What follows belongs to an exercise in optimizing a design on an open flow for small area and a short achievable clock period; a production flow would make more cautious choices. At most, simulation tests tie the RTL to the original design; equivalence was not proved. Function not checked in run 6: the RTL went through the layout flow alone.

==> design.v <==
module ce_agu (
    input  wire        clk,
    input  wire        rst,         
    input  wire        wr_en,
    input  wire [4:0]  wr_sel,
    input  wire [15:0] wr_data,
    input  wire [4:0]  rd_sel,
    output wire [15:0] rd_data,
    input  wire        x_en,
    input  wire [1:0]  x_k,
    input  wire [15:0] x_disp,
    input  wire        x_upd,
    output wire [15:0] x_ea,
    output wire        x_fault,
    input  wire        y_en,
    input  wire [1:0]  y_k,
    input  wire [15:0] y_disp,
    input  wire        y_upd,
    output wire [15:0] y_ea,
    output wire        y_fault
);
    localparam DS = 8;           
    reg [15:0] xa [0:3];
    reg [15:0] ya [0:3];
    reg [15:0] xn [0:3];
    reg [15:0] yn [0:3];
    reg [15:0] xm [0:3];
    reg [15:0] ym [0:3];
    reg [32:0] pr [0:8];
    function [15:0] radd;
        input [15:0] x;
        input [15:0] y;
        input        ci;
        reg          c;
        integer      i;
        begin
            c = ci;
            for (i = 0; i < 16; i = i + 1) begin
                radd[i] = x[i] ^ y[i] ^ c;
                c = (x[i] & y[i]) | (x[i] & c) | (y[i] & c);
            end
        end
    endfunction
    function [15:0] radd3;
        input [15:0] x;
        input [15:0] y;
        input [15:0] z;
        reg   [15:0] sv;
        reg   [15:0] cv;
        integer      i;
        begin
            for (i = 0; i < 16; i = i + 1) begin
                sv[i] = x[i] ^ y[i] ^ z[i];
                cv[i] = (x[i] & y[i]) | (x[i] & z[i]) | (y[i] & z[i]);
            end
            radd3 = radd(sv, {cv[14:0], 1'b0}, 1'b0);
        end
    endfunction
    function [15:0] rev16;
        input [15:0] v;
        integer i;
        begin
            for (i = 0; i < 16; i = i + 1)
                rev16[i] = v[15 - i];
        end
    endfunction
    wire [2:0]      wr_p = {wr_sel[2], wr_sel[1:0]};
    wire [13:0]     f_len;
    wire [DS-1:0]   f_r0;
    wire            f_neg;
    wire [14-DS:0]  f_vlo;
    ce_agu_dvf u_dvf (
        .wr_sel(wr_sel), .wr_data(wr_data),
        .n0(xn[0]), .n1(xn[1]), .n2(xn[2]), .n3(xn[3]),
        .n4(yn[0]), .n5(yn[1]), .n6(yn[2]), .n7(yn[3]),
        .l0(xm[0][13:0]), .l1(xm[1][13:0]), .l2(xm[2][13:0]), .l3(xm[3][13:0]),
        .l4(ym[0][13:0]), .l5(ym[1][13:0]), .l6(ym[2][13:0]), .l7(ym[3][13:0]),
        .len(f_len), .r0(f_r0), .neg(f_neg), .vlo(f_vlo));
    wire [32:0]    dv_st  = pr[8];
    wire [2:0]     dp     = dv_st[32:30];
    wire [13:0]    dv_rem;
    ce_agu_dvb u_dvb (
        .len(dv_st[29:16]), .r0(dv_st[15:16-DS]), .neg(dv_st[15-DS]),
        .vlo(dv_st[14-DS:0]), .rem(dv_rem));
    function bad_mode;
        input [15:0] mr;
        begin
            bad_mode = (mr[15:14] == 2'd3) ||
                       (mr[15:14] == 2'd2 && (mr[3:0] == 4'd0 || mr[3:0] == 4'd15));
        end
    endfunction
    function [15:0] addr_update;
        input [15:0] a;
        input [15:0] n;
        input [15:0] mr;
        input [13:0] r;
        reg   [13:0] pmask;      
        reg   [13:0] off;
        reg   [15:0] s0, s1, s2;
        reg   [13:0] res;
        reg   [15:0] mmask;      
        reg   [15:0] bsum;
        integer      i;
        begin
            for (i = 0; i < 14; i = i + 1)
                pmask[i] = |(mr[13:0] >> i);
            off = a[13:0] & pmask;
            s0  = radd({2'b00, off}, {2'b00, r}, 1'b0);
            s1  = radd3({2'b00, off}, {2'b00, r}, ~{2'b00, mr[13:0]});           
            s2  = radd3({2'b00, off}, {2'b00, r}, {~{2'b00, mr[13:0]}, 1'b0} | 16'd0);  
            res = !s2[15] ? s2[13:0] : !s1[15] ? s1[13:0] : s0[13:0];
            for (i = 0; i < 16; i = i + 1)
                mmask[i] = (i < mr[3:0]);
            bsum = rev16(radd(rev16(a & mmask), rev16(n & mmask), 1'b0));
            case (mr[15:14])
                2'd0:    addr_update = radd(a, n, 1'b0);
                2'd1:    addr_update = {a[15:14], (a[13:0] & ~pmask) | res};
                default: addr_update = (a & ~mmask) | bsum;
            endcase
        end
    endfunction
    genvar g;
    wire [15:0] xm_s = xm[x_k];
    wire [15:0] ym_s = ym[y_k];
    wire [3:0] x_bad, y_bad;
    generate
        for (g = 0; g < 4; g = g + 1) begin : bad_flags
            assign x_bad[g] = bad_mode(xm[g]);
            assign y_bad[g] = bad_mode(ym[g]);
        end
    endgenerate
    wire [15:0] xa_s, ya_s;
    ce_agu_acc u_xacc (
        .a0(xa[0]), .a1(xa[1]), .a2(xa[2]), .a3(xa[3]), .bad(x_bad),
        .k(x_k), .en(x_en), .upd(x_upd), .disp(x_disp),
        .a(xa_s), .ea(x_ea), .fault(x_fault));
    ce_agu_acc u_yacc (
        .a0(ya[0]), .a1(ya[1]), .a2(ya[2]), .a3(ya[3]), .bad(y_bad),
        .k(y_k), .en(y_en), .upd(y_upd), .disp(y_disp),
        .a(ya_s), .ea(y_ea), .fault(y_fault));
    wire any_fault = x_fault || y_fault;
    wire x_do_upd  = x_en && x_upd && !any_fault;
    wire y_do_upd  = y_en && y_upd && !any_fault;
    wire [32:0] xr_e = pr[{1'b0, x_k}];
    wire [32:0] yr_e = pr[{1'b1, y_k}];
    wire [13:0] xr_s = (dp == {1'b0, x_k}) ? dv_rem : xr_e[13:0];
    wire [13:0] yr_s = (dp == {1'b1, y_k}) ? dv_rem : yr_e[13:0];
    wire [15:0] x_next = addr_update(xa_s, xn[x_k], xm_s, xr_s);
    wire [15:0] y_next = addr_update(ya_s, yn[y_k], ym_s, yr_s);
    wire [383:0] rd_all;
    generate
        for (g = 0; g < 4; g = g + 1) begin : rd_words
            assign rd_all[      g * 16 +: 16] = xa[g];
            assign rd_all[ 64 + g * 16 +: 16] = ya[g];
            assign rd_all[128 + g * 16 +: 16] = xn[g];
            assign rd_all[192 + g * 16 +: 16] = yn[g];
            assign rd_all[256 + g * 16 +: 16] = xm[g];
            assign rd_all[320 + g * 16 +: 16] = ym[g];
        end
    endgenerate
    ce_agu_rd u_rd (.w(rd_all), .sel(rd_sel), .d(rd_data));
    wire [15:0] wd     = wr_data & {16{!rst}};
    wire [15:0] x_nd   = x_next & {16{!rst}};
    wire [15:0] y_nd   = y_next & {16{!rst}};
    wire        wr_nm  = wr_en && (wr_sel[4:3] == 2'b01 || wr_sel[4:3] == 2'b10);
    wire [32:0] dv_new = {wr_p, f_len, f_r0, f_neg, f_vlo} & {33{!rst}};
    wire [32:0] rem_d  = {19'd0, dv_rem & {14{!rst}}};
    integer j;
    always @(posedge clk) begin
        if (rst) begin
            for (j = 0; j < 4; j = j + 1) begin
                xa[j] <= wd;
                ya[j] <= wd;
                xn[j] <= wd;
                yn[j] <= wd;
                xm[j] <= wd;
                ym[j] <= wd;
            end
            for (j = 0; j < 9; j = j + 1)
                pr[j] <= rem_d;
        end
        if (x_do_upd)
            xa[x_k] <= x_nd;
        if (y_do_upd)
            ya[y_k] <= y_nd;
        pr[dp] <= rem_d;
        if (wr_nm)
            pr[8] <= dv_new;
        if (wr_en) begin
            case (wr_sel[4:2])
                3'd0: xa[wr_sel[1:0]] <= wd;
                3'd1: ya[wr_sel[1:0]] <= wd;
                3'd2: xn[wr_sel[1:0]] <= wd;
                3'd3: yn[wr_sel[1:0]] <= wd;
                3'd4: xm[wr_sel[1:0]] <= wd;
                3'd5: ym[wr_sel[1:0]] <= wd;
                default: ;
            endcase
        end
    end
endmodule
module ce_agu_acc (
    input  wire [15:0] a0, a1, a2, a3,
    input  wire [3:0]  bad,
    input  wire [1:0]  k,
    input  wire        en,
    input  wire        upd,
    input  wire [15:0] disp,
    output wire [15:0] a,
    output wire [15:0] ea,
    output wire        fault
);
    function [15:0] fadd;
        input [15:0] x;
        input [15:0] y;
        reg   [15:0] gg, pp, g2, p2;
        integer      i, d;
        begin
            gg = x & y;
            pp = x ^ y;
            for (d = 1; d < 16; d = d * 2) begin
                g2 = gg;
                p2 = pp;
                for (i = d; i < 16; i = i + 1) begin
                    g2[i] = gg[i] | (pp[i] & gg[i - d]);
                    p2[i] = pp[i] & pp[i - d];
                end
                gg = g2;
                pp = p2;
            end
            fadd = (x ^ y) ^ {gg[14:0], 1'b0};
        end
    endfunction
    assign a     = k[1] ? (k[0] ? a3 : a2) : (k[0] ? a1 : a0);
    assign ea    = fadd(a, disp);
    assign fault = en && upd && bad[k];
endmodule
module ce_agu_rd (
    input  wire [383:0] w,
    input  wire [4:0]   sel,
    output wire [15:0]  d
);
    assign d = (sel[4:3] == 2'b11) ? 16'd0 : w[sel * 16 +: 16];
endmodule
module ce_agu_dvf #(parameter DS = 8) (    
    input  wire [4:0]     wr_sel,
    input  wire [15:0]    wr_data,
    input  wire [15:0]    n0, n1, n2, n3, n4, n5, n6, n7,
    input  wire [13:0]    l0, l1, l2, l3, l4, l5, l6, l7,
    output wire [13:0]    len,
    output wire [DS-1:0]  r0,
    output wire           neg,
    output wire [14-DS:0] vlo
);
    function [14:0] dv_step;
        input [14:0] sh;
        input [13:0] len;
        input integer w;
        reg   [15:0] df;
        reg   [14:0] mk;
        begin
            mk = (15'd1 << w) - 15'd1;
            df = {1'b0, sh & mk} + {1'b0, ~{1'b0, len} & mk};
            if (df[w] && ({1'b0, len} >> w) == 15'd0)
                dv_step = df[14:0] & mk;
            else
                dv_step = sh & mk;
        end
    endfunction
    reg  [15:0] n_old;
    reg  [13:0] l_old;
    always @(*) begin
        case ({wr_sel[2], wr_sel[1:0]})
            3'd0: begin n_old = n0; l_old = l0; end
            3'd1: begin n_old = n1; l_old = l1; end
            3'd2: begin n_old = n2; l_old = l2; end
            3'd3: begin n_old = n3; l_old = l3; end
            3'd4: begin n_old = n4; l_old = l4; end
            3'd5: begin n_old = n5; l_old = l5; end
            3'd6: begin n_old = n6; l_old = l6; end
            default: begin n_old = n7; l_old = l7; end
        endcase
    end
    wire [15:0] n = wr_sel[4] ? n_old : wr_data;             
    assign len    = wr_sel[4] ? wr_data[13:0] : l_old;
    wire [14:0] v = n[14:0] ^ {15{n[15]}};
    wire [14:0] r [0:DS];
    assign r[0] = 15'd0;
    genvar s;
    generate
        for (s = 0; s < DS; s = s + 1) begin : st
            assign r[s+1] = dv_step({r[s][13:0], v[14 - s]}, len, s + 1);
        end
    endgenerate
    assign r0  = r[DS][DS-1:0];
    assign neg = n[15];
    assign vlo = v[14-DS:0];
endmodule
module ce_agu_dvb #(parameter DS = 8) (    
    input  wire [13:0]    len,
    input  wire [DS-1:0]  r0,
    input  wire           neg,
    input  wire [14-DS:0] vlo,
    output wire [13:0]    rem
);
    function [14:0] dv_step;
        input [14:0] sh;
        input [13:0] len;
        input integer w;
        reg   [15:0] df;
        reg   [14:0] mk;
        begin
            mk = (15'd1 << w) - 15'd1;
            df = {1'b0, sh & mk} + {1'b0, ~{1'b0, len} & mk};
            if (df[w] && ({1'b0, len} >> w) == 15'd0)
                dv_step = df[14:0] & mk;
            else
                dv_step = sh & mk;
        end
    endfunction
    wire [14:0] r [DS:15];
    assign r[DS] = {{(15-DS){1'b0}}, r0};
    genvar s;
    generate
        for (s = DS; s < 15; s = s + 1) begin : st
            assign r[s+1] = dv_step({r[s][13:0], vlo[14 - s]}, len, s + 1);
        end
    endgenerate
    wire [13:0] q = r[15][13:0];
    assign rem = neg ? len - q : q;
endmodule
==> flow/run.sh <==
#!/bin/bash
# The standard layout (standard.sh) with two changes:
# - synthesis keeps the design's modules apart until technology mapping and
#   maps each with its own ABC script (abc_hier.tcl); the netlist is then
#   flattened and renamed by synth_recipe.tcl as usual;
# - the port buffers that placement inserts are buf_2 cells.
# Every other step and script is ORFS's own.
set -euo pipefail
here=$(pwd)
rm -rf "$here/own_scripts"
cp -r "$FLOW_HOME/scripts" "$here/own_scripts"
sed -i 's|^  log_cmd abc {\*}\$abc_args$|  source $::env(OWN_ABC_DIR)/abc_hier.tcl|' "$here/own_scripts/synth.tcl"
grep -q 'abc_hier.tcl' "$here/own_scripts/synth.tcl"
export OWN_ABC_DIR="$here/flow"
export BUFFER_PORTS_ARGS="-buffer_cell sky130_fd_sc_hd__buf_2"
bash standard.sh SCRIPTS_DIR="$here/own_scripts" SYNTH_HIERARCHICAL=1 SYNTH_MINIMUM_KEEP_SIZE=0 \
    synth > "$here/synth.log" 2>&1
bash standard.sh "BUFFER_PORTS_ARGS=$BUFFER_PORTS_ARGS" > "$here/layout.log" 2>&1
==> flow/abc_dvb.script <==
strash
dch
map -D 10000
topo
stime -c
buffer -c
upsize -c
dnsize -c
==> flow/abc_dvf.script <==
strash
dch
map -D 8000
topo
stime -c
buffer -c
upsize -c
dnsize -c
==> flow/abc_fast.script <==
strash
dch
map -D 1500
topo
stime -c
buffer -c
upsize -c
dnsize -c
==> flow/abc_hier.tcl <==
# Sourced by synth.tcl in place of its single abc call. Maps each module of
# the design with its own ABC script: the access and read-port modules, which
# lie on the paths from inputs to outputs, for least delay; the divider and
# the top module for least area under a looser delay bound.
set own_dir $::env(OWN_ABC_DIR)
set abc_rest [lrange $abc_args 2 end]
log_cmd abc -script $own_dir/abc_fast.script {*}$abc_rest ce_agu_acc ce_agu_rd
log_cmd abc -script $own_dir/abc_dvf.script {*}$abc_rest ce_agu_dvf
log_cmd abc -script $own_dir/abc_dvb.script {*}$abc_rest ce_agu_dvb
log_cmd abc -script $own_dir/abc_top.script {*}$abc_rest ce_agu
==> flow/abc_top.script <==
strash
dch
map -D 15000
topo
stime -c
buffer -c
upsize -c
dnsize -c
==> standard.sh <==
#!/bin/bash
# synth_recipe.tcl (not shown) runs the flow's synth.tcl, then flattens the netlist and writes it again
# the make line also repeats each setting of config.mk as NAME=value (left out here)
make -C /OpenROAD-flow-scripts/flow DESIGN_CONFIG=/design/flow/config.mk WORK_HOME=/design/flow/orfs CLKGATE_MAP_FILE= SYNTH_SCRIPT=/design/flow/synth_recipe.tcl "${@:-finish}"
==> config.mk <==
export PLATFORM = sky130hd
export DESIGN_NAME = ce_agu
export DESIGN_NICKNAME = ce_agu
export VERILOG_FILES = /design/flow/design.v
export SDC_FILE = /design/flow/constraint.sdc
export NUM_CORES = 4
export LEC_CHECK = 0
export CAP_MARGIN = 20
export CORE_MARGIN = 2
export CORE_UTILIZATION = 40
export SLEW_MARGIN = 20
==> constraint.sdc <==
create_clock -name core_clock -period 60.0 [get_ports {clk}]
set_input_delay 12.0000 -clock core_clock [delete_from_list [all_inputs] [get_ports {clk}]]
set_output_delay 12.0000 -clock core_clock [all_outputs]
set_load 0.01 [all_outputs]
==> results.sh, run 1 <==
export IMPL_syn_nets=5039
export IMPL_die_h_um=327
export IMPL_post_cts_buffers=0
export IMPL_timing_setup_tns_ps=0
export IMPL_holdBufCountCts=0
export IMPL_cp_num_cells=11
export IMPL_yosysUniqueCellTypes=79
export IMPL_cts_resized=0
export IMPL_critPathTopFamily="buffers and inverters"
export IMPL_r2r_end="ya[2][12]"
export IMPL_rr_worst_depth=114
export IMPL_drv_slew=0
export IMPL_regArea_sq_um=15900
export IMPL_yosys_warnings=10
export IMPL_dp_hpwl_um=117000
export IMPL_grt_pass1_wl_um=229000
export IMPL_grt_max_degree=112
export IMPL_rrSetupSlack_ps=34940
export IMPL_cp_common_cell="buf_2"
export IMPL_clk_insertion_delay_late_ps=650
export IMPL_min_path_type="reg2reg"
export IMPL_core_sq_um=104000
export IMPL_dr_pass1_iters=6
export IMPL_tritoncts="built"
export IMPL_cp_required_ps=48000
export IMPL_final_core_util_pct=44.3
export IMPL_critPathLaunch="y_k[0]"
export IMPL_nFillCells=10100
export IMPL_postSynthAreaPerCell_sq_um=9.07
export IMPL_drive_above_1_share_pct=11.4
export IMPL_antenna_found_initial=13
export IMPL_async_flop_share_pct=0
export IMPL_ios=119
export IMPL_ctsHtreeMaxLevel=2
export IMPL_cts_sinks=529
export IMPL_start_kind="input pin"
export IMPL_seq_area_frac_synth_pct=38.0
export IMPL_critPathArrivalTime_ps=15670
export IMPL_synth_edf_count=529
export IMPL_synthTopCellsByArea="edfxtp_1 (38%), fa_1 (9.1%), nand2_1 (5.2%), ha_1 (4.9%), nor2_1 (4.9%)"
export IMPL_port_buffers=118
export IMPL_synthTopCellsByCount="nand2_1 (575), nor2_1 (541), edfxtp_1 (529)"
export IMPL_drv_cap=0
export IMPL_fin_hold_ws_ps=981
export IMPL_drt_iter0_markers=4684
export IMPL_clockBufferDepth=3
export IMPL_end_kind="primary output"
export IMPL_drc_errors=0
export IMPL_status="complete, no violations"
export IMPL_max_freq_mhz=36.1
export IMPL_rsz0062_at_grt="false"
export IMPL_synth_most_common_cell="nand2_1"
export IMPL_min_period_ps=27670
export IMPL_netlist_area_sq_um=41800
export IMPL_rr_startpoint="pr[8][17]"
export IMPL_drt_vias_per_instance=6.04
export IMPL_crit_fanout=39
export IMPL_post_synth_top_area_cell="edfxtp_1"
export IMPL_numCtsBuffers=59
export IMPL_fin_crit_sh_pct=46.1
export IMPL_worstPathCellList="buf_2 -> clkinv_2 -> o21ai_0 -> o22ai_1 -> ha_1 -> a21oi_1 -> nor3_1 -> a2111oi_2 -> o21ai_1 -> xor2_1 -> buf_2"
export IMPL_die_w_um=327
export IMPL_path_buf_inv=3
export IMPL_clkTransAtPathRegs_ps=60
export IMPL_start_util_pct=40.4
export IMPL_clock_skew_ps=43.4
export IMPL_vias=36900
export IMPL_nNetsFinal=5098
export IMPL_setup_viol=0
export IMPL_multiInputGateArea_sq_um=23000
export IMPL_endpoint="y_ea[15]"
export IMPL_clockRootBuffer="clkbuf_16"
export IMPL_synthToLayoutAreaGrowth_pct=9.62
export IMPL_synth_ff_type="edfxtp_1"
export IMPL_place_ws_ps=32480
export IMPL_crit_type="in2out"
export IMPL_totalWireLength_um=158000
export IMPL_worst_slew_margin_rel_pct=16.9
export IMPL_routabilityCongestion=1.01
export IMPL_grtUsageTotal_pct=28.7
export IMPL_slowest_delay_ps=700
export IMPL_ys_ff_latch=529
export IMPL_hold_viol_final=0
export IMPL_die_area_sq_um=107000
export IMPL_num_rows=118
export IMPL_synth_top_area_share_pct=38.0
export IMPL_grt_ovfl_total=0
export IMPL_detail_route_wl_per_cell_um=25.8
export IMPL_synth_cells=4615
export IMPL_worst_pin_slew_ps=1250
export IMPL_grt_pass1_vias=34400
export IMPL_cp_slowest_cell="buf_2"
export IMPL_ant_nets=0
export IMPL_worst_slack_ps=32330
==> state kept, by name, indices dropped and copies added, names as in the netlist <==
| register | count |
|---|---|
| ym | 64 |
| xa | 64 |
| pr | 145 |
| ya | 64 |
| xm | 64 |
| xn | 64 |
| yn | 64 |
==> cell type report <==
type,instances,area share [%]
clock inverter,41,0.821
antenna,6,0.0327
multi-input combinational,3347,50.2
clock buffer,71,3.41
inverter,524,4.30
sequential,529,34.6
tap,1380,3.76
timing repair buffer,213,2.86
==> worst min-delay path, delay by kind of cell (launching register included) <==
kind	cells	cell delay [ps]
AND/OR/NAND/NOR	2	160
AO/OA/AOI/OAI	2	300
flip-flops	1	400
==> stage by stage <==
stage,instance area (sq um),instances
after detailed placement,43900,5992
after CTS,45800,6104
after global placement,43900,5991
after global routing,45900,6106
after floorplan,41800,4615
final,45900,6111
==> cells by family after synthesis <==
logic type,after synthesis,synth area share (%)
AOI/OAI and AO/OA,1357,21.0
adders and majority gates,355,14.0
xor gates and xnor gates,148,3.10
DFF,529,38.0
muxes,107,2.58
buffers and inverters,739,7.33
and+or+nand+nor,1380,14.0
==> modules after synthesis, one instance, submodules excluded <==
module / area [sq um] / cells / copies in the design / flip-flops and latches
ce_agu: 27400 / 2372 / 1 / 529
ce_agu_dvb: 4950 / 759 / 1 / 0
ce_agu_dvf: 3630 / 557 / 1 / 0
ce_agu_rd: 3450 / 529 / 1 / 0
ce_agu_acc: 1180 / 199 / 2 / 0
==> worst min-delay path by stage <==
stage	from	end	cells past startpoint
after global routing	ym[3][12]	pr[8][28]	4
after detailed placement	ym[3][12]	pr[8][28]	4
after floorplan	ym[3][10]	pr[8][26]	4
after CTS	ym[3][12]	pr[8][28]	4
final	ym[3][12]	pr[8][28]	4
after global placement	ym[3][12]	pr[8][28]	4
==> layout by cell type, fill, tap and decap left out, types with 11 or more instances in the layout <==
cell type,Yosys,final
nor3_1,12,12
buf_2,38,118
nor2_2,29,39
o22ai_1,41,41
a221oi_1,37,37
ha_1,164,164
fa_1,191,191
nor2_4,4,11
o21ai_0,392,365
o21ai_2,37,40
a22oi_1,171,171
xor2_1,100,100
o211ai_1,21,21
inv_2,39,39
o21ai_1,94,118
clkinv_1,5,20
nand2_1,575,575
nand4_1,59,59
a211oi_1,14,14
o221ai_1,100,100
buf_4,25,93
a21oi_2,19,19
clkbuf_16,0,61
mux2i_1,102,102
inv_1,476,475
a31oi_1,38,38
nand3_1,84,84
edfxtp_1,529,529
clkinv_2,3,16
nand2_2,23,23
a21oi_1,270,270
nor2_1,541,524
a22o_1,35,35
xnor2_1,48,48
==> metal layers <==
layer	track usage [%]	wire, um	share of wire [%]	vias up
met5	0	58	0.037	-
met4	12.7	8670	5.5	8
met3	5.74	17400	11	379
met2	43.9	68800	44	2250
met1	39.3	62700	40	17800
li1	-	-	-	16500
==> inputs of run 2 (changes only) <==
--- a/flow/run.sh
+++ b/flow/run.sh
@@ -1,3 +1,3 @@
 #!/bin/bash
-# The standard layout (standard.sh) with two changes:
+# The standard layout (standard.sh) with these changes:
 # - synthesis keeps the design's modules apart until technology mapping and
@@ -5,3 +5,5 @@
 #   flattened and renamed by synth_recipe.tcl as usual;
-# - the port buffers that placement inserts are buf_2 cells.
+# - the port buffers that placement inserts are buf_2 cells;
+# - clock tree synthesis uses clkbuf_8 cells, clusters of up to 14 sinks and
+#   no dummy loads.
 # Every other step and script is ORFS's own.
@@ -15,4 +17,5 @@
 export BUFFER_PORTS_ARGS="-buffer_cell sky130_fd_sc_hd__buf_2"
+export CTS_ARGS="-sink_clustering_enable -repair_clock_nets -dont_use_dummy_load -buf_list sky130_fd_sc_hd__clkbuf_8 -sink_clustering_size 14 -sink_clustering_max_diameter 70"
 bash standard.sh SCRIPTS_DIR="$here/own_scripts" SYNTH_HIERARCHICAL=1 SYNTH_MINIMUM_KEEP_SIZE=0 \
     synth > "$here/synth.log" 2>&1
-bash standard.sh "BUFFER_PORTS_ARGS=$BUFFER_PORTS_ARGS" > "$here/layout.log" 2>&1
+bash standard.sh "BUFFER_PORTS_ARGS=$BUFFER_PORTS_ARGS" "CTS_ARGS=$CTS_ARGS" > "$here/layout.log" 2>&1
==> flow/abc_area.script (new file) <==
strash
&get -n
&fraig -x
&put
scorr
dc2
strash
&get -n
&dch -f
&nf
&put
buffer -c
topo
stime -c
upsize -c
dnsize -c
==> flow/abc_hier.tcl (replaced) <==
# Sourced by synth.tcl in place of its single abc call. Maps each module of
# the design with its own ABC script: the access module, which lies on the
# paths from inputs to outputs, for least delay; the rest for least area
# (abc_area.script) or for least area under a delay bound (map -D).
set own_dir $::env(OWN_ABC_DIR)
set abc_rest [lrange $abc_args 2 end]
log_cmd abc -script $own_dir/abc_fast.script {*}$abc_rest ce_agu_acc
log_cmd abc -script $own_dir/abc_area.script {*}$abc_rest ce_agu_rd
log_cmd abc -script $own_dir/abc_dvf.script {*}$abc_rest ce_agu_dvf
log_cmd abc -script $own_dir/abc_dvb.script {*}$abc_rest ce_agu_dvb
log_cmd abc -script $own_dir/abc_top.script {*}$abc_rest ce_agu
==> run 2 against run 1 <==
Compared with the run above: critical endpoint is now y_ea[14]; core utilization is 1.1 points lower.
==> results.sh, run 2 <==
export IMPL_drive_above_1_share_pct=13.8
export IMPL_grtUsageTotal_pct=29.1
export IMPL_postSynthAreaPerCell_sq_um=9.64
export IMPL_status="complete, no violations"
export IMPL_timing_setup_tns_ps=0
export IMPL_clk_insertion_delay_late_ps=710
export IMPL_largest_register="pr"
export IMPL_holdBufCountCts=0
export IMPL_synthTopCellsByArea="edfxtp_1 (38%), fa_1 (9.2%), mux4_2 (5.2%), nand2_1 (5.1%), ha_1 (4.9%)"
export IMPL_largest_reg_flops=145
export IMPL_grt_pass1_wl_um=227000
export IMPL_stdcell_area_sq_um=44500
export IMPL_antenna_found_initial=8
export IMPL_hold_viol_final=0
export IMPL_cp_required_ps=48000
export IMPL_nNetsFinal=4819
export IMPL_die_h_um=326
export IMPL_dr_pass1_iters=8
export IMPL_synth_edf_count=529
export IMPL_synth_compound_area_share_pct=17.9
export IMPL_netlist_area_sq_um=41500
export IMPL_detail_route_wl_per_cell_um=27.5
export IMPL_critPathArrivalTime_ps=15510
export IMPL_totalWireLength_um=159000
export IMPL_synth_simple_gate_area_share_pct=13.1
export IMPL_grt_max_degree=66
export IMPL_core_sq_um=103000
export IMPL_worst_slew_margin_rel_pct=16.4
export IMPL_clock_skew_ps=149
export IMPL_clockRootBuffer="clkbuf_8"
export IMPL_die_area_sq_um=106000
export IMPL_clkTransAtPathRegs_ps=90
export IMPL_synth_top_family_by_area="compound AO/OA/AOI/OAI gates"
export IMPL_synthToLayoutAreaGrowth_pct=7.23
export IMPL_start_util_pct=40.2
export IMPL_place_area_sq_um=43800
export IMPL_drv_cap=0
export IMPL_start_kind="input pin"
export IMPL_cts_sinks=529
export IMPL_drc_errors=0
export IMPL_synthXorXnorAreaFrac_pct=3.12
export IMPL_synth_cells=4305
export IMPL_drv_slew=0
export IMPL_post_synth_top_area_cell="edfxtp_1"
export IMPL_fin_hold_ws_ps=1020
export IMPL_ios=119
export IMPL_synthTopCellsByCount="nand2_1 (568), edfxtp_1 (529), inv_1 (475)"
export IMPL_grt_ovfl_total=0
export IMPL_dp_hpwl_um=121000
export IMPL_setup_viol=0
export IMPL_min_path_type="reg2reg"
export IMPL_fin_crit_sh_pct=45.8
export IMPL_layout_common_cells="nand2_1 (568), edfxtp_1 (529), inv_1 (474)"
export IMPL_synth_mux_area_share_pct=6.41
export IMPL_synth_ff_type="edfxtp_1"
export IMPL_ant_nets=0
export IMPL_ys_ff_latch=529
export IMPL_routabilityCongestion=1.05
export IMPL_async_flop_share_pct=0
export IMPL_vias=35000
export IMPL_seq_area_frac_synth_pct=38.3
export IMPL_grt_pass1_vias=32700
export IMPL_syn_nets=4729
export IMPL_worst_pin_slew_ps=1250
export IMPL_yosysUniqueCellTypes=84
export IMPL_min_period_ps=27510
export IMPL_drt_vias_per_instance=6.07
export IMPL_synthAdderAreaFrac_pct=14.2
export IMPL_drt_iter0_markers=5053
export IMPL_port_buffers=118
export IMPL_rsz0062_at_grt="false"
export IMPL_synth_most_common_cell="nand2_1"
export IMPL_final_common_cell="nand2_1"
export IMPL_num_rows=118
export IMPL_post_cts_buffers=0
export IMPL_crit_type="in2out"
export IMPL_end_kind="primary output"
export IMPL_clockBufferDepth=3
export IMPL_numCtsBuffers=48
export IMPL_synth_top_area_share_pct=38.3
export IMPL_ctsHtreeMaxLevel=2
export IMPL_yosys_warnings=10
export IMPL_die_w_um=326
export IMPL_max_freq_mhz=36.4
export IMPL_tritoncts="built"
export IMPL_crit_fanout=39
export IMPL_cts_resized=0
==> run 2: cell count changes in the layout (fill, tap and decap cells not counted), sizes merged, moves of 7 or more <==
| cell | previous run | this run |
|---|---|---|
| a31oi | 46 | 30 |
| and3 | 8 | 0 |
| clkbuf | 72 | 48 |
| clkinv | 37 | 21 |
| mux2i | 102 | 11 |
| mux4 | 0 | 108 |
| nand2 | 604 | 597 |
| nand4 | 60 | 44 |
| nor2 | 576 | 504 |
| o21ai | 523 | 412 |
| o221ai | 102 | 6 |
| o32ai | 0 | 14 |
==> run 2: worst paths after layout <==
| kind | cells after the start | start | to | slack (ps) |
|---|---|---|---|---|
| worst max-delay path | 15 | y_k[0] | y_ea[14] | 32490 |
| worst max register to register | 118 | pr[8][17] | ya[0][4] | 34910 |
| worst min-delay path | 2 | pr[8][32] | pr[1][0] | 1020 |
| worst min register to register | 2 | pr[8][32] | pr[1][0] | 1020 |
==> run 2: area by class of cell <==
type                            instances  area [sq um]
Antenna cell                            3          7.51
Clock buffer                           48           661
Fill cell                            9958         58700
Inverter                              535          2010
Multi-Input combinational cell       3063         22900
Sequential cell                       529         15900
Tap cell                             1380          1730
Timing Repair Buffer                  218          1350
==> run 2: cells by family (layout without fill, tap and decap cells) <==
logic type,after synthesis,count (layout)
XOR/XNOR,148,148
AND/OR/NAND/NOR,1280,1280
multiplexers,125,125
adder cells (fa/ha/maj),355,355
other,0,3
buffers and inverters,713,801
AO/OA/AOI/OAI,1155,1155
flip-flops,529,529
==> run 2: metrics by stage <==
stage          setup slack, ps  cells  util [%]
2_1_floorplan            33710   4305         -
3_3_place_gp             32620   5724      42.5
3_5_place_dp             32590   5725      42.5
4_1_cts                  32600   5773      43.1
5_1_grt                  32340   5775      43.1
6_report                 32490   5776      43.1
==> run 2: routing by layer <==
metal	vias up	GRT usage [%]	share of wire (%)
li1	15400	-	-
met1	16900	37.9	38
met2	2239	44.6	44
met3	490	8.13	12
met4	6	14.1	6.0
met5	-	0	0.024
==> run 2: Yosys stat by module, one instance, submodules excluded <==
module / area [sq um] / copies in the design / flip-flops and latches / cells
ce_agu: 27400 / 1 / 529 / 2372
ce_agu_dvb: 4950 / 1 / 0 / 759
ce_agu_dvf: 3630 / 1 / 0 / 557
ce_agu_rd: 3110 / 1 / 0 / 219
ce_agu_acc: 1180 / 2 / 0 / 199
==> run 2: critical path: stages <==
cell and delay (ps):
buf_2 100, buf_4 300, clkinv_2 470, o21ai_0 170, o22ai_1 770, ha_1 300
inv_1 60, fa_1 410, o21ai_2 230, nand3_2 90, nand2_2 100, nand3_1 80
nand4_1 100, xor2_1 140, buf_2 140
==> inputs of run 3 (changes only) <==
--- a/config.mk
+++ b/config.mk
@@ -10,2 +10,3 @@
 export CORE_UTILIZATION = 40
+export GPL_TIMING_DRIVEN = 0
 export SLEW_MARGIN = 20
==> run 3 against run 2 <==
Compared with the run above: clock skew fell by 48 ps; core utilization rose by 0.93 points; wire length rose by 5.1%; critical path depth did not move; synthesized area did not move; critical path type unchanged; non-clock buffer count rose by 122; die area did not move; still clean on timing, DRC and antenna; sequential share of layout area fell by 0.76 points; hold slack got worse by 120 ps.
==> results.sh, run 3 <==
export IMPL_detail_route_wl_per_cell_um=28.3
export IMPL_yosysUniqueCellTypes=84
export IMPL_min_path_type="reg2reg"
export IMPL_setup_viol=0
export IMPL_grt_ovfl_total=0
export IMPL_grt_pass1_vias=34100
export IMPL_start_kind="input pin"
export IMPL_synth_ff_type="edfxtp_1"
export IMPL_hold_start="pr[8][30]"
export IMPL_async_flop_share_pct=0
export IMPL_synthTopCellsByArea="edfxtp_1 (38%), fa_1 (9.2%), mux4_2 (5.2%), nand2_1 (5.1%), ha_1 (4.9%)"
export IMPL_hold_viol_final=0
export IMPL_rr_worst_depth=115
export IMPL_tritoncts="built"
export IMPL_core_sq_um=103000
export IMPL_r2r_end="xa[0][4]"
export IMPL_crit_type="in2out"
export IMPL_dp_hpwl_um=131000
export IMPL_rsz0062_at_grt="false"
export IMPL_crit_fanout=10
export IMPL_synthTopCellsByCount="nand2_1 (568), edfxtp_1 (529), inv_1 (475)"
export IMPL_drv_slew=0
export IMPL_timing_setup_tns_ps=0
export IMPL_clock_skew_ps=101
export IMPL_nNetsFinal=4941
export IMPL_critPathLaunch="y_k[0]"
export IMPL_netlist_area_sq_um=41500
export IMPL_min_to="pr[4][0]"
export IMPL_cts_sinks=529
export IMPL_port_buffers=114
export IMPL_ios=119
export IMPL_end_kind="primary output"
export IMPL_numCtsBuffers=48
export IMPL_largest_register="pr"
export IMPL_postSynthAreaPerCell_sq_um=9.64
export IMPL_seq_area_frac_synth_pct=38.3
export IMPL_min_period_ps=27940
export IMPL_synthToLayoutAreaGrowth_pct=9.55
export IMPL_post_cts_buffers=0
export IMPL_ant_nets=0
export IMPL_clk_insertion_delay_late_ps=730
export IMPL_nFillCells=9920
export IMPL_die_w_um=326
export IMPL_drv_cap=0
export IMPL_critPathArrivalTime_ps=15940
export IMPL_synth_most_common_cell="nand2_1"
export IMPL_totalWireLength_um=167000
export IMPL_cts_resized=0
export IMPL_post_synth_top_area_cell="edfxtp_1"
export IMPL_rrSetupSlack_ps=35110
export IMPL_drt_iter0_markers=5237
export IMPL_dr_pass1_iters=7
export IMPL_worst_pin_slew_ps=1300
export IMPL_clockBufferDepth=3
export IMPL_hold_path_depth=3
export IMPL_routabilityCongestion=1.04
export IMPL_max_freq_mhz=35.8
export IMPL_drc_errors=0
export IMPL_ctsHtreeMaxLevel=2
export IMPL_rr_startpoint="pr[8][17]"
export IMPL_die_area_sq_um=106000
export IMPL_worst_slew_margin_rel_pct=13.4
export IMPL_synth_top_area_share_pct=38.3
export IMPL_largest_reg_flops=145
export IMPL_clkTransAtPathRegs_ps=100
export IMPL_drive_above_1_share_pct=14.2
export IMPL_cp_required_ps=48000
export IMPL_grt_max_degree=35
export IMPL_holdBufCountCts=0
export IMPL_status="complete, no violations"
export IMPL_die_h_um=326
export IMPL_grtUsageTotal_pct=30.7
export IMPL_final_common_cell="nand2_1"
export IMPL_fin_crit_sh_pct=46.6
export IMPL_antenna_found_initial=4
export IMPL_yosys_warnings=10
export IMPL_drt_vias_per_instance=6.15
export IMPL_synth_cells=4305
export IMPL_vias=36300
export IMPL_num_rows=118
export IMPL_ys_ff_latch=529
export IMPL_clockRootBuffer="clkbuf_8"
export IMPL_syn_nets=4729
export IMPL_start_util_pct=40.2
export IMPL_layout_common_cells="nand2_1 (567), edfxtp_1 (529), inv_1 (475)"
export IMPL_grt_pass1_wl_um=238000
export IMPL_synth_edf_count=529
## run 3: cell counts after synthesis
No cell type changed its count.
## run 3: area by class of cell
cell class              count  area (sq um)  share of cell area [%]
clock buffers              48           661                    1.45
diodes                      6          15.0                  0.0330
plain buffers             178           891                    1.96
repair buffers            162          1200                    2.65
multi-input cells        3063         23100                    50.7
flip-flops and latches    529         15900                    34.9
inverters                 535          2010                    4.43
well taps                1380          1730                    3.80
## run 3: Yosys stat by module (local to each module, per instance)
module,cells,times used
ce_agu,2372,1
ce_agu_acc,199,2
ce_agu_dvb,759,1
ce_agu_dvf,557,1
ce_agu_rd,219,1
## run 3: cells by family (layout without fill, tap and decap cells)
| family | count (synthesis) | count (layout) | synth area share, % |
|---|---|---|---|
| compound gates | 1155 | 1155 | 17.9 |
| flops | 529 | 529 | 38.3 |
| xor+xnor | 148 | 148 | 3.12 |
| fa+ha+maj | 355 | 355 | 14.2 |
| simple gates | 1280 | 1280 | 13.1 |
| buf+inv | 713 | 923 | 6.99 |
| mux | 125 | 125 | 6.41 |
| other cells | 0 | 6 | 0 |
## run 3: routing by layer
metal / wire length [um] / up-vias / track usage (%)
met5: 0 / - / 0.177
met4: 12700 / 0 / 18.6
met3: 21600 / 611 / 9.82
met2: 71100 / 2495 / 45.9
met1: 61600 / 17500 / 38.7
li1: - / 15700 / -
## run 3: worst max path at each step
stage | endpoint | cells past startpoint
after floorplan | x_ea[14] | 14
after global placement | y_ea[14] | 15
after detailed placement | y_ea[14] | 15
after CTS | y_ea[14] | 15
after global routing | y_ea[14] | 15
final | y_ea[14] | 15
## run 3: worst max-delay path, stage by stage
cell,delay (ps)
buf_2,280
buf_4,250
clkbuf_1,540
nor2_1,110
o22ai_1,1000
ha_1,340
inv_1,70
fa_1,420
o21ai_2,250
nand3_2,90
nand2_2,100
nand3_1,80
nand4_1,100
xor2_1,140
buf_2,140
## run 3: metrics by stage
stage / hold slack [ps] / worst slack, ps / utilization, % / cells / cell area (sq um)
after floorplan: 754 / 33710 / - / 4305 / 41500
after global placement: 900 / 32260 / 42.4 / 5799 / 43800
after detailed placement: 861 / 32260 / 43.4 / 5844 / 44800
after CTS: 893 / 32260 / 44.0 / 5892 / 45400
after global routing: 937 / 32070 / 44.1 / 5898 / 45500
final: 903 / 32060 / 44.1 / 5901 / 45500
==> inputs of run 4 (changes only) <==
--- a/config.mk
+++ b/config.mk
@@ -9,4 +9,3 @@
 export CORE_MARGIN = 2
-export CORE_UTILIZATION = 40
-export GPL_TIMING_DRIVEN = 0
+export CORE_UTILIZATION = 60
 export SLEW_MARGIN = 20
==> run 4 against run 3 <==
Compared with the run above: critical path type unchanged; wire length down 9.4%; synthesized cell count stayed put; fmax grew 0.92%; setup slack improved by 260 ps; die area fell by 33%; largest cell class unchanged; global-route usage up 12 points; critical path depth fell by 3; non-clock buffer count shrank 123.
==> results.sh, run 4 <==
export IMPL_ios=119
export IMPL_fin_crit_sh_pct=46.1
export IMPL_drv_cap=0
export IMPL_numCtsBuffers=46
export IMPL_synthTopCellsByCount="nand2_1 (568), edfxtp_1 (529), inv_1 (475)"
export IMPL_status="complete, no violations"
export IMPL_die_h_um=267
export IMPL_end_kind="primary output"
export IMPL_crit_type="in2out"
export IMPL_worstPathCellList="buf_2 -> clkinv_2 -> o21ai_0 -> o22ai_1 -> ha_1 -> inv_1 -> fa_1 -> o21ai_2 -> a21oi_1 -> o221ai_2 -> xor2_1 -> buf_2"
export IMPL_synth_mux_area_share_pct=6.41
export IMPL_die_area_sq_um=71300
export IMPL_synth_ff_type="edfxtp_1"
export IMPL_grt_ovfl_total=0
export IMPL_yosysUniqueCellTypes=84
export IMPL_synthToLayoutAreaGrowth_pct=5.71
export IMPL_dp_hpwl_um=114000
export IMPL_worst_slew_margin_rel_pct=22.3
export IMPL_min_period_ps=27680
export IMPL_crit_fanout=38
export IMPL_dr_pass1_iters=6
export IMPL_final_common_cell="nand2_1"
export IMPL_vias=35600
export IMPL_clkTransAtPathRegs_ps=90
export IMPL_postSynthAreaPerCell_sq_um=9.64
export IMPL_async_flop_share_pct=0
export IMPL_synth_cells=4305
export IMPL_seq_area_frac_synth_pct=38.3
export IMPL_synth_edf_count=529
export IMPL_critPathArrivalTime_ps=15680
export IMPL_detail_route_wl_per_cell_um=28.4
export IMPL_drt_vias_per_instance=6.68
export IMPL_post_cts_buffers=0
export IMPL_totalWireLength_um=151000
export IMPL_cp_common_cell="buf_2"
export IMPL_rr_worst_depth=118
export IMPL_yosys_warnings=10
export IMPL_cts_sinks=529
export IMPL_grt_pass1_vias=33000
export IMPL_hold_viol_final=0
export IMPL_rrSetupSlack_ps=34850
export IMPL_synthAdderAreaFrac_pct=14.2
export IMPL_grt_max_degree=63
export IMPL_endpoint="x_ea[12]"
export IMPL_die_w_um=267
export IMPL_antenna_found_initial=14
export IMPL_port_buffers=118
export IMPL_clk_insertion_delay_late_ps=730
export IMPL_setup_viol=0
export IMPL_drt_iter0_markers=5247
export IMPL_drc_errors=0
export IMPL_nNetsFinal=4816
export IMPL_synthTopCellsByArea="edfxtp_1 (38%), fa_1 (9.2%), mux4_2 (5.2%), nand2_1 (5.1%), ha_1 (4.9%)"
export IMPL_drive_above_1_share_pct=13.4
export IMPL_start_util_pct=60.5
export IMPL_synth_compound_area_share_pct=17.9
export IMPL_fin_hold_ws_ps=943
export IMPL_rsz0062_at_grt="false"
export IMPL_synth_top_family_by_area="compound AO/OA/AOI/OAI gates"
export IMPL_slowest_delay_ps=700
export IMPL_cp_slowest_cell="clkinv_2"
export IMPL_start_kind="input pin"
export IMPL_routabilityCongestion=1.05
export IMPL_holdBufCountCts=0
export IMPL_synthXorXnorAreaFrac_pct=3.12
export IMPL_netlist_area_sq_um=41500
export IMPL_post_synth_top_area_cell="edfxtp_1"
export IMPL_grtUsageTotal_pct=42.4
export IMPL_worst_pin_slew_ps=1160
export IMPL_max_freq_mhz=36.1
export IMPL_cts_resized=0
export IMPL_clockRootBuffer="clkbuf_8"
export IMPL_num_rows=96
export IMPL_r2r_end="ya[2][4]"
export IMPL_synth_top_area_share_pct=38.3
export IMPL_min_path_type="reg2reg"
export IMPL_layout_common_cells="nand2_1 (568), edfxtp_1 (529), inv_1 (474)"
export IMPL_largest_reg_flops=145
export IMPL_critPathLaunch="x_k[0]"
export IMPL_ys_ff_latch=529
export IMPL_grt_pass1_wl_um=217000
export IMPL_largest_register="pr"
export IMPL_clock_skew_ps=160
export IMPL_ant_nets=0
export IMPL_ctsHtreeMaxLevel=2
export IMPL_timing_setup_tns_ps=0
export IMPL_drv_slew=0
export IMPL_final_core_util_pct=64.0
export IMPL_cp_required_ps=48000
export IMPL_clockBufferDepth=3
export IMPL_tritoncts="built"
export IMPL_synth_simple_gate_area_share_pct=13.1
export IMPL_core_sq_um=68600
export IMPL_syn_nets=4729
export IMPL_synth_most_common_cell="nand2_1"
export IMPL_rr_startpoint="pr[8][17]"
## run 4: changes by cell type in the layout (fill, tap and decap cells not counted), sizes merged
cell,before,now
buf,247,216
clkbuf,141,47
## run 4: area by class of cell
type | count | area (sq um)
Fill cell | 5704 | 24700
Inverter | 535 | 2010
Clock buffer | 46 | 633
Timing Repair Buffer | 217 | 1340
Sequential cell | 529 | 15900
Tap cell | 931 | 1160
Multi-Input combinational cell | 3063 | 22800
Antenna cell | 6 | 15.0
## run 4: metrics by stage
| stage | area, sq um | setup WS [ps] | std cells |
|---|---|---|---|
| finish | 43900 | 32320 | 5327 |
| global route | 43900 | 32140 | 5322 |
| CTS | 43800 | 32420 | 5316 |
| detailed placement | 43200 | 32420 | 5270 |
| global placement | 43200 | 32580 | 5270 |
| floorplan | 41500 | 33710 | 4305 |
## run 4: cell families after synthesis
logic type,count (synthesis)
AO/OA/AOI/OAI,1155
XOR/XNOR,148
adder cells (fa/ha/maj),355
buffers and inverters,713
flip-flops,529
multiplexers,125
AND/OR/NAND/NOR,1280
## run 4: worst min-delay path by stage
stage	slack, ps	cells past startpoint	endpoint	startpoint
2_1_floorplan	750	4	pr[8][26]	ym[3][10]
3_3_place_gp	880	4	pr[8][27]	ym[3][11]
3_5_place_dp	890	4	pr[8][27]	ym[3][11]
4_1_cts	940	4	pr[8][27]	ym[3][11]
5_1_grt	1030	4	pr[8][27]	ym[3][11]
6_report	940	4	pr[8][27]	ym[3][11]
## run 4: worst max-delay path, delay by kind of cell
kind	cells	cell delay, ps
buffers and inverters	4	1600
AO/OA/AOI/OAI	5	1280
adder cells (fa/ha/maj)	2	590
XOR/XNOR	1	180
## run 4: routing by layer
layer  share of wire, %  global-route usage [%]  routed length, um
met1                 37                    56.8              55900
met2                 42                    61.3              62800
met3                 15                    15.0              23400
met4                6.0                    20.8               9110
met5              0.048                       0                 73
## run 4: per-module statistics from Yosys (local to each module, per instance)
module | flops+latches | area [sq um] | times used
ce_agu_dvf | 0 | 3630 | 1
ce_agu | 529 | 27400 | 1
ce_agu_rd | 0 | 3110 | 1
ce_agu_acc | 0 | 1180 | 2
ce_agu_dvb | 0 | 4950 | 1
==> inputs of run 5 (changes only) <==
--- a/flow/run.sh
+++ b/flow/run.sh
@@ -6,3 +6,3 @@
 # - the port buffers that placement inserts are buf_2 cells;
-# - clock tree synthesis uses clkbuf_8 cells, clusters of up to 14 sinks and
+# - clock tree synthesis uses clkbuf_8 cells, clusters of up to 16 sinks and
 #   no dummy loads.
@@ -17,3 +17,3 @@
 export BUFFER_PORTS_ARGS="-buffer_cell sky130_fd_sc_hd__buf_2"
-export CTS_ARGS="-sink_clustering_enable -repair_clock_nets -dont_use_dummy_load -buf_list sky130_fd_sc_hd__clkbuf_8 -sink_clustering_size 14 -sink_clustering_max_diameter 70"
+export CTS_ARGS="-sink_clustering_enable -repair_clock_nets -dont_use_dummy_load -buf_list sky130_fd_sc_hd__clkbuf_8 -sink_clustering_size 16 -sink_clustering_max_diameter 80"
 bash standard.sh SCRIPTS_DIR="$here/own_scripts" SYNTH_HIERARCHICAL=1 SYNTH_MINIMUM_KEEP_SIZE=0 \
--- a/config.mk
+++ b/config.mk
@@ -9,3 +9,3 @@
 export CORE_MARGIN = 2
-export CORE_UTILIZATION = 60
+export CORE_UTILIZATION = 40
 export SLEW_MARGIN = 20
==> run 5 against run 4 <==
Compared with the run above: still clean; core utilization decreased by 21 points; hold slack improved by 84 ps; sequential cell count unchanged; clock skew decreased by 19 ps; clock-buffer cell count decreased by 4; first-iteration DRC count decreased by 1.1%; final cell count increased by 8.3%; setup slack improved by 160 ps; register-to-register slack improved by 100 ps; global-route usage decreased by 13 points; via count decreased by 1.4%; critical path type unchanged.
==> results.sh, run 5 <==
export IMPL_synthTopCellsByArea="edfxtp_1 (38%), fa_1 (9.2%), mux4_2 (5.2%), nand2_1 (5.1%), ha_1 (4.9%)"
export IMPL_synthXorXnorAreaFrac_pct=3.12
export IMPL_cts_resized=0
export IMPL_grt_pass1_wl_um=227000
export IMPL_nFillCells=9972
export IMPL_start_kind="input pin"
export IMPL_synthToLayoutAreaGrowth_pct=7.04
export IMPL_path_buf_inv=5
export IMPL_drv_slew=0
export IMPL_grtUsageTotal_pct=29.1
export IMPL_ys_ff_latch=529
export IMPL_post_synth_top_area_cell="edfxtp_1"
export IMPL_min_to="pr[1][0]"
export IMPL_rr_worst_depth=118
export IMPL_yosys_warnings=10
export IMPL_grt_pass1_vias=32600
export IMPL_die_w_um=326
export IMPL_clk_insertion_delay_late_ps=700
export IMPL_hold_viol_final=0
export IMPL_synth_compound_area_share_pct=17.9
export IMPL_netlist_area_sq_um=41500
export IMPL_drive_above_1_share_pct=13.7
export IMPL_port_buffers=118
export IMPL_drt_vias_per_instance=6.08
export IMPL_rrSetupSlack_ps=34950
export IMPL_end_kind="primary output"
export IMPL_slowest_delay_ps=790
export IMPL_tritoncts="built"
export IMPL_vias=35100
export IMPL_min_period_ps=27520
export IMPL_die_area_sq_um=106000
export IMPL_final_common_cell="nand2_1"
export IMPL_holdBufCountCts=0
export IMPL_worst_slew_margin_rel_pct=16.5
export IMPL_seq_area_frac_synth_pct=38.3
export IMPL_crit_type="in2out"
export IMPL_drv_cap=0
export IMPL_synth_ff_type="edfxtp_1"
export IMPL_largest_register="pr"
export IMPL_start_util_pct=40.2
export IMPL_nNetsFinal=4813
export IMPL_worstPathCellList="buf_2 -> buf_4 -> clkinv_2 -> o21ai_0 -> o22ai_1 -> ha_1 -> inv_1 -> fa_1 -> o21ai_2 -> nand3_2 -> nand2_2 -> nand3_1 -> nand4_1 -> xor2_1 -> buf_2"
export IMPL_status="complete, no violations"
export IMPL_ios=119
export IMPL_critPathArrivalTime_ps=15520
export IMPL_clkTransAtPathRegs_ps=110
export IMPL_yosysUniqueCellTypes=84
export IMPL_min_path_type="reg2reg"
export IMPL_setup_viol=0
export IMPL_crit_fanout=39
export IMPL_synth_top_family_by_area="compound AO/OA/AOI/OAI gates"
export IMPL_rsz0062_at_grt="false"
export IMPL_clock_skew_ps=142
export IMPL_fin_cells=5771
export IMPL_layout_common_cells="nand2_1 (568), edfxtp_1 (529), inv_1 (474)"
export IMPL_ant_nets=0
export IMPL_num_rows=118
export IMPL_dr_pass1_iters=8
export IMPL_cp_common_cell="buf_2"
export IMPL_postSynthAreaPerCell_sq_um=9.64
export IMPL_grt_max_degree=66
export IMPL_ctsHtreeMaxLevel=2
export IMPL_r2r_end="ya[0][4]"
export IMPL_timing_setup_tns_ps=0
export IMPL_totalWireLength_um=159000
export IMPL_post_cts_buffers=0
export IMPL_synthTopCellsByCount="nand2_1 (568), edfxtp_1 (529), inv_1 (475)"
export IMPL_cts_sinks=529
export IMPL_die_h_um=326
export IMPL_rr_startpoint="pr[8][17]"
export IMPL_drc_errors=0
export IMPL_antenna_found_initial=11
export IMPL_drt_iter0_markers=5187
export IMPL_async_flop_share_pct=0
export IMPL_core_sq_um=103000
export IMPL_numCtsBuffers=42
export IMPL_clockBufferDepth=3
export IMPL_synth_simple_gate_area_share_pct=13.1
export IMPL_hold_start="pr[8][32]"
export IMPL_fin_crit_sh_pct=45.9
export IMPL_synth_mux_area_share_pct=6.41
export IMPL_largest_reg_flops=145
export IMPL_cp_required_ps=48000
export IMPL_clockRootBuffer="clkbuf_8"
export IMPL_critPathLaunch="y_k[0]"
export IMPL_hold_path_depth=2
export IMPL_synthAdderAreaFrac_pct=14.2
export IMPL_synth_most_common_cell="nand2_1"
export IMPL_synth_cells=4305
export IMPL_cp_slowest_cell="o22ai_1"
export IMPL_dp_hpwl_um=121000
export IMPL_dpl_cell_count=5725
export IMPL_synth_top_area_share_pct=38.3
export IMPL_synth_edf_count=529
export IMPL_detail_route_wl_per_cell_um=27.6
export IMPL_routabilityCongestion=1.05
export IMPL_syn_nets=4729
export IMPL_critPathTopFamily="compound AO/OA/AOI/OAI gates"
export IMPL_max_freq_mhz=36.3
export IMPL_worst_pin_slew_ps=1250
export IMPL_grt_ovfl_total=0
## run 5: cell types whose count changed in the layout (fill, tap and decap cells not counted), moves of 2 or more
cell,delta
diode_2,-2
o311ai_1,+2
nor2_1,-12
buf_2,-2
clkbuf_8,-4
o21ai_0,-2
nor2_4,+2
o21ai_2,+2
buf_4,+4
nor2_2,+10
## run 5: cells by family after synthesis
kind of cell / Yosys count
simple gates: 1280
compound gates: 1155
buf+inv: 713
flops: 529
fa+ha+maj: 355
xor+xnor: 148
mux: 125
## run 5: layer usage
layer  vias up  wire length (um)  GRT usage (%)
met1     16900             60700           38.5
met2      2265             70000           44.7
li1      15400                 -              -
met3       459             19500           7.59
met5         -                65              0
met4        10              8970           13.4
## run 5: metrics by stage
step / util, % / worst slack, ps / hold WS [ps] / area, sq um
global route: 43.0 / 32320 / 1070 / 44400
detailed placement: 42.5 / 32590 / 923 / 43800
CTS: 43.0 / 32600 / 1010 / 44400
global placement: 42.5 / 32620 / 925 / 43800
finish: 43.0 / 32480 / 1030 / 44400
floorplan: - / 33710 / 754 / 41500
## run 5: tightest hold or removal path: stages (launching register included)
cell      delay [ps]
edfxtp_1         520
o21ai_1          110
buf_4            210
## run 5: how the worst max path moves through the flow
stage	slack, ps	cells past startpoint	end
2_1_floorplan	33710	14	x_ea[14]
3_3_place_gp	32620	8	rd_data[6]
3_5_place_dp	32590	8	rd_data[5]
4_1_cts	32600	8	rd_data[5]
5_1_grt	32320	15	y_ea[14]
6_report	32480	15	y_ea[14]
## run 5: area by class of cell
class	count	area, sq um	area share [%]
well taps	1380	1730	3.89
diodes	4	10.0	0.0225
repair buffers	218	1350	3.03
clock buffers	42	578	1.30
flip-flops and latches	529	15900	35.8
inverters	535	2010	4.53
multi-input cells	3063	22900	51.5
## run 5: Yosys stat by module, one instance, submodules excluded
| module | flip-flops and latches | cells inside |
|---|---|---|
| ce_agu_rd | 0 | 219 |
| ce_agu_acc | 0 | 199 |
| ce_agu | 529 | 2372 |
| ce_agu_dvb | 0 | 759 |
| ce_agu_dvf | 0 | 557 |
==> inputs of run 6 (changes only) <==
--- a/design.v
+++ b/design.v
@@ -122,4 +122,16 @@
     genvar g;
-    wire [15:0] xm_s = xm[x_k];
-    wire [15:0] ym_s = ym[y_k];
+    function [15:0] sel4;
+        input [3:0]  oh;
+        input [15:0] w0, w1, w2, w3;
+        begin
+            sel4 = ({16{oh[0]}} & w0) | ({16{oh[1]}} & w1) |
+                   ({16{oh[2]}} & w2) | ({16{oh[3]}} & w3);
+        end
+    endfunction
+    wire [3:0]  x_oh = 4'b0001 << x_k;
+    wire [3:0]  y_oh = 4'b0001 << y_k;
+    wire [15:0] xm_s = sel4(x_oh, xm[0], xm[1], xm[2], xm[3]);
+    wire [15:0] ym_s = sel4(y_oh, ym[0], ym[1], ym[2], ym[3]);
+    wire [15:0] xn_s = sel4(x_oh, xn[0], xn[1], xn[2], xn[3]);
+    wire [15:0] yn_s = sel4(y_oh, yn[0], yn[1], yn[2], yn[3]);
     wire [3:0] x_bad, y_bad;
@@ -143,8 +155,9 @@
     wire y_do_upd  = y_en && y_upd && !any_fault;
-    wire [32:0] xr_e = pr[{1'b0, x_k}];
-    wire [32:0] yr_e = pr[{1'b1, y_k}];
-    wire [13:0] xr_s = (dp == {1'b0, x_k}) ? dv_rem : xr_e[13:0];
-    wire [13:0] yr_s = (dp == {1'b1, y_k}) ? dv_rem : yr_e[13:0];
-    wire [15:0] x_next = addr_update(xa_s, xn[x_k], xm_s, xr_s);
-    wire [15:0] y_next = addr_update(ya_s, yn[y_k], ym_s, yr_s);
+    wire [15:0] xr_e = sel4(x_oh, pr[0][15:0], pr[1][15:0], pr[2][15:0], pr[3][15:0]);
+    wire [15:0] yr_e = sel4(y_oh, pr[4][15:0], pr[5][15:0], pr[6][15:0], pr[7][15:0]);
+    wire [7:0]  dp_oh = 8'b00000001 << dp;
+    wire [13:0] xr_s = |(x_oh & dp_oh[3:0]) ? dv_rem : xr_e[13:0];
+    wire [13:0] yr_s = |(y_oh & dp_oh[7:4]) ? dv_rem : yr_e[13:0];
+    wire [15:0] x_next = addr_update(xa_s, xn_s, xm_s, xr_s);
+    wire [15:0] y_next = addr_update(ya_s, yn_s, ym_s, yr_s);
     wire [383:0] rd_all;
--- a/flow/run.sh
+++ b/flow/run.sh
@@ -5,4 +5,4 @@
 #   flattened and renamed by synth_recipe.tcl as usual;
-# - the port buffers that placement inserts are buf_2 cells;
-# - clock tree synthesis uses clkbuf_8 cells, clusters of up to 16 sinks and
+# - the port buffers that placement inserts are buf_4 cells;
+# - clock tree synthesis uses clkbuf_8 cells, clusters of up to 12 sinks and
 #   no dummy loads.
@@ -16,4 +16,4 @@
 export OWN_ABC_DIR="$here/flow"
-export BUFFER_PORTS_ARGS="-buffer_cell sky130_fd_sc_hd__buf_2"
-export CTS_ARGS="-sink_clustering_enable -repair_clock_nets -dont_use_dummy_load -buf_list sky130_fd_sc_hd__clkbuf_8 -sink_clustering_size 16 -sink_clustering_max_diameter 80"
+export BUFFER_PORTS_ARGS="-buffer_cell sky130_fd_sc_hd__buf_4"
+export CTS_ARGS="-sink_clustering_enable -repair_clock_nets -dont_use_dummy_load -buf_list sky130_fd_sc_hd__clkbuf_8 -sink_clustering_size 12 -sink_clustering_max_diameter 60"
 bash standard.sh SCRIPTS_DIR="$here/own_scripts" SYNTH_HIERARCHICAL=1 SYNTH_MINIMUM_KEEP_SIZE=0 \
==> run 6 against run 5 <==
Compared with the run above: highest routed layer unchanged; non-clock buffer count is 4 lower; global-route usage is 0.15 points higher; die area is 0.56% higher; sequential cell count stayed put; final cell count is 0.38% lower; synthesized cell count is 0.42% lower; fmax is 0.26% higher.
==> results.sh, run 6 <==
export IMPL_cp_common_cell="buf_4"
export IMPL_ctsHtreeMaxLevel=2
export IMPL_min_period_ps=27450
export IMPL_tritoncts="built"
export IMPL_critPathArrivalTime_ps=15450
export IMPL_end_kind="primary output"
export IMPL_worst_slew_margin_rel_pct=23.7
export IMPL_cp_required_ps=48000
export IMPL_fin_cells=5749
export IMPL_antenna_found_initial=8
export IMPL_die_h_um=327
export IMPL_use_met2_pct=44.1
export IMPL_ant_nets=0
export IMPL_dpl_cell_count=5690
export IMPL_syn_nets=4710
export IMPL_rrSetupSlack_ps=33310
export IMPL_dp_hpwl_um=119000
export IMPL_worst_pin_slew_ps=1140
export IMPL_nNetsFinal=4792
export IMPL_timing_setup_tns_ps=0
export IMPL_cp_num_cells=13
export IMPL_rr_startpoint="pr[8][17]"
export IMPL_worstPathCellList="buf_4 -> clkinv_2 -> o21ai_0 -> o22ai_1 -> ha_1 -> nand2_1 -> o21ai_2 -> nand3_2 -> nand2_2 -> nand3_1 -> nand4_1 -> xor2_1 -> buf_4"
export IMPL_drive_above_1_share_pct=14.7
export IMPL_drv_slew=0
export IMPL_drt_vias_per_instance=6.14
export IMPL_crit_type="in2out"
export IMPL_final_core_util_pct=43.5
export IMPL_grt_ovfl_total=0
export IMPL_post_synth_top_area_cell="edfxtp_1"
export IMPL_drc_errors=0
export IMPL_clockBufferDepth=3
export IMPL_ys_ff_latch=529
export IMPL_slowest_delay_ps=650
export IMPL_min_path_type="reg2reg"
export IMPL_grt_max_degree=57
export IMPL_synthTopCellsByCount="nand2_1 (626), edfxtp_1 (529), nor2_1 (412)"
export IMPL_regArea_sq_um=15900
export IMPL_clk_insertion_delay_late_ps=740
export IMPL_fin_hold_ws_ps=974
export IMPL_synthToLayoutAreaGrowth_pct=7.86
export IMPL_synth_top_area_share_pct=38.1
export IMPL_die_area_sq_um=107000
export IMPL_drv_cap=0
export IMPL_hold_path_depth=4
export IMPL_yosys_warnings=10
export IMPL_max_freq_mhz=36.4
export IMPL_async_flop_share_pct=0
export IMPL_synthTopCellsByArea="edfxtp_1 (38%), fa_1 (8.8%), nand2_1 (5.6%), mux4_2 (5.2%), ha_1 (5.1%)"
export IMPL_grt_pass1_vias=33200
export IMPL_drt_iter0_markers=4966
export IMPL_final_common_cell="nand2_1"
export IMPL_yosysUniqueCellTypes=91
export IMPL_port_buffers=118
export IMPL_critPathTopFamily="buffers and inverters"
export IMPL_nFillCells=9800
export IMPL_largest_reg_flops=145
export IMPL_cp_slowest_cell="clkinv_2"
export IMPL_multiInputGateArea_sq_um=23200
export IMPL_largest_register="pr"
export IMPL_grt_pass1_wl_um=229000
export IMPL_seq_area_frac_synth_pct=38.1
export IMPL_routabilityCongestion=1.06
export IMPL_cts_resized=0
export IMPL_cts_sinks=529
export IMPL_totalWireLength_um=160000
export IMPL_layout_common_cells="nand2_1 (624), edfxtp_1 (529), nor2_1 (408)"
export IMPL_synth_most_common_cell="nand2_1"
export IMPL_start_util_pct=40.3
export IMPL_use_met3_pct=8.41
export IMPL_postSynthAreaPerCell_sq_um=9.74
export IMPL_rsz0062_at_grt="false"
export IMPL_ios=119
export IMPL_status="complete, no violations"
export IMPL_critPathLaunch="y_k[0]"
export IMPL_synth_cells=4287
export IMPL_start_kind="input pin"
export IMPL_fin_crit_sh_pct=45.8
export IMPL_hold_viol_final=0
export IMPL_crit_fanout=38
export IMPL_dr_pass1_iters=8
export IMPL_netlist_area_sq_um=41700
export IMPL_core_sq_um=103000
export IMPL_top_usage_layer="met2"
export IMPL_hold_start="ym[3][6]"
export IMPL_vias=35300
export IMPL_clkTransAtPathRegs_ps=80
export IMPL_clockRootBuffer="clkbuf_8"
export IMPL_num_rows=118
export IMPL_clock_skew_ps=133
export IMPL_synth_edf_count=529
export IMPL_numCtsBuffers=57
export IMPL_holdBufCountCts=0
export IMPL_detail_route_wl_per_cell_um=27.8
export IMPL_path_buf_inv=3
export IMPL_grtUsageTotal_pct=29.3
export IMPL_use_met1_pct=38.1
export IMPL_synth_ff_type="edfxtp_1"
export IMPL_post_cts_buffers=0
export IMPL_die_w_um=327
export IMPL_rr_worst_depth=118
export IMPL_setup_viol=0
[run 6: changes by cell type after synthesis, sizes merged, moves of 13 or more]
cell and change:
a22oi +27, o21ai +26, nor2 -52, a221oi -19
a31oi +15, inv -72, o2111ai +27, a21oi -50
o311ai -13, a22o -23, nand2 +57
[run 6: logic make-up after synthesis]
family	after synthesis	share of synthesized area, %
adders and majority gates	354	13.9
xor gates and xnor gates	156	3.31
and+or+nand+nor	1313	13.8
AOI/OAI and AO/OA	1153	17.9
muxes	125	6.38
buffers and inverters	657	6.58
DFF	529	38.1
[run 6: Yosys stat by module (local to each module, per instance)]
module / copies in the design / cells inside
ce_agu: 1 / 2352
ce_agu_dvf: 1 / 557
ce_agu_rd: 1 / 219
ce_agu_acc: 2 / 199
ce_agu_dvb: 1 / 761
[run 6: worst reg2reg max path: cells and delay by family (launching register included)]
kind	cells	cell delay (ps)
compound gates	32	6960
fa+ha+maj	21	7950
buf+inv	16	3270
flops	1	510
mux	1	380
simple gates	48	7510
[run 6: worst paths after layout]
| kind | to |
|---|---|
| worst max register to register | ya[1][11] |
| worst min register to register | pr[8][22] |
| worst max-delay path | y_ea[14] |
| worst min-delay path | pr[8][22] |
[run 6: area by class of cell]
type / instances / share of cell area [%]
multi-input combinational: 3101 / 51.6
tap: 1380 / 3.84
antenna: 2 / 0.0111
timing repair buffer: 214 / 3.58
clock buffer: 57 / 1.74
inverter: 466 / 3.91
sequential: 529 / 35.3
[run 6: stage by stage]
stage	worst slack (ps)	cell area (sq um)
finish	32550	45000
detailed placement	32620	44200
CTS	32620	45000
floorplan	33750	41700
global placement	32640	44200
global route	30920	45000
[run 6: routing by layer]
metal | routed length [um] | vias to the layer above
li1 | - | 15500
met1 | 60600 | 17000
met2 | 69200 | 2301
met3 | 19800 | 490
met4 | 10400 | 6
met5 | 44 | -

==> what the ideal ports hide <==
The results above use ideal ports. As a check the final layouts listed here were re-extracted and re-timed, cells and wires unchanged. Step 1: set_driving_cell puts a clkbuf_16 on clk and a buf_2 on each other input, an assumption about the parent block. Step 2 also shifts input and output timing later by t, the mid clock arrival at the registers, as if the neighbouring blocks saw the same clock. Three values: ideal, step 1, step 2; two values: the first two.
run	t, ns	slack for setup (ns)	worst setup path after step 2	pins driven straight from the clock port
run 1	0.697	32.329 / 32.301 / 32.301	input to output	1
run 2	0.716	32.493 / 32.454 / 32.454	input to output	1
run 3	0.756	32.064 / 32.042 / 32.042	input to output	1
run 4	0.716	32.319 / 32.176 / 32.176	input to output	1
run 5	0.703	32.475 / 32.434 / 32.434	input to output	1
run 6	0.745	32.546 / 32.520 / 32.520	input to output	1
After both steps every run listed still meets setup and hold. The setup slack of run 4, which loses most, moves by -0.143 ns with the drivers and by -0.143 ns with both steps.
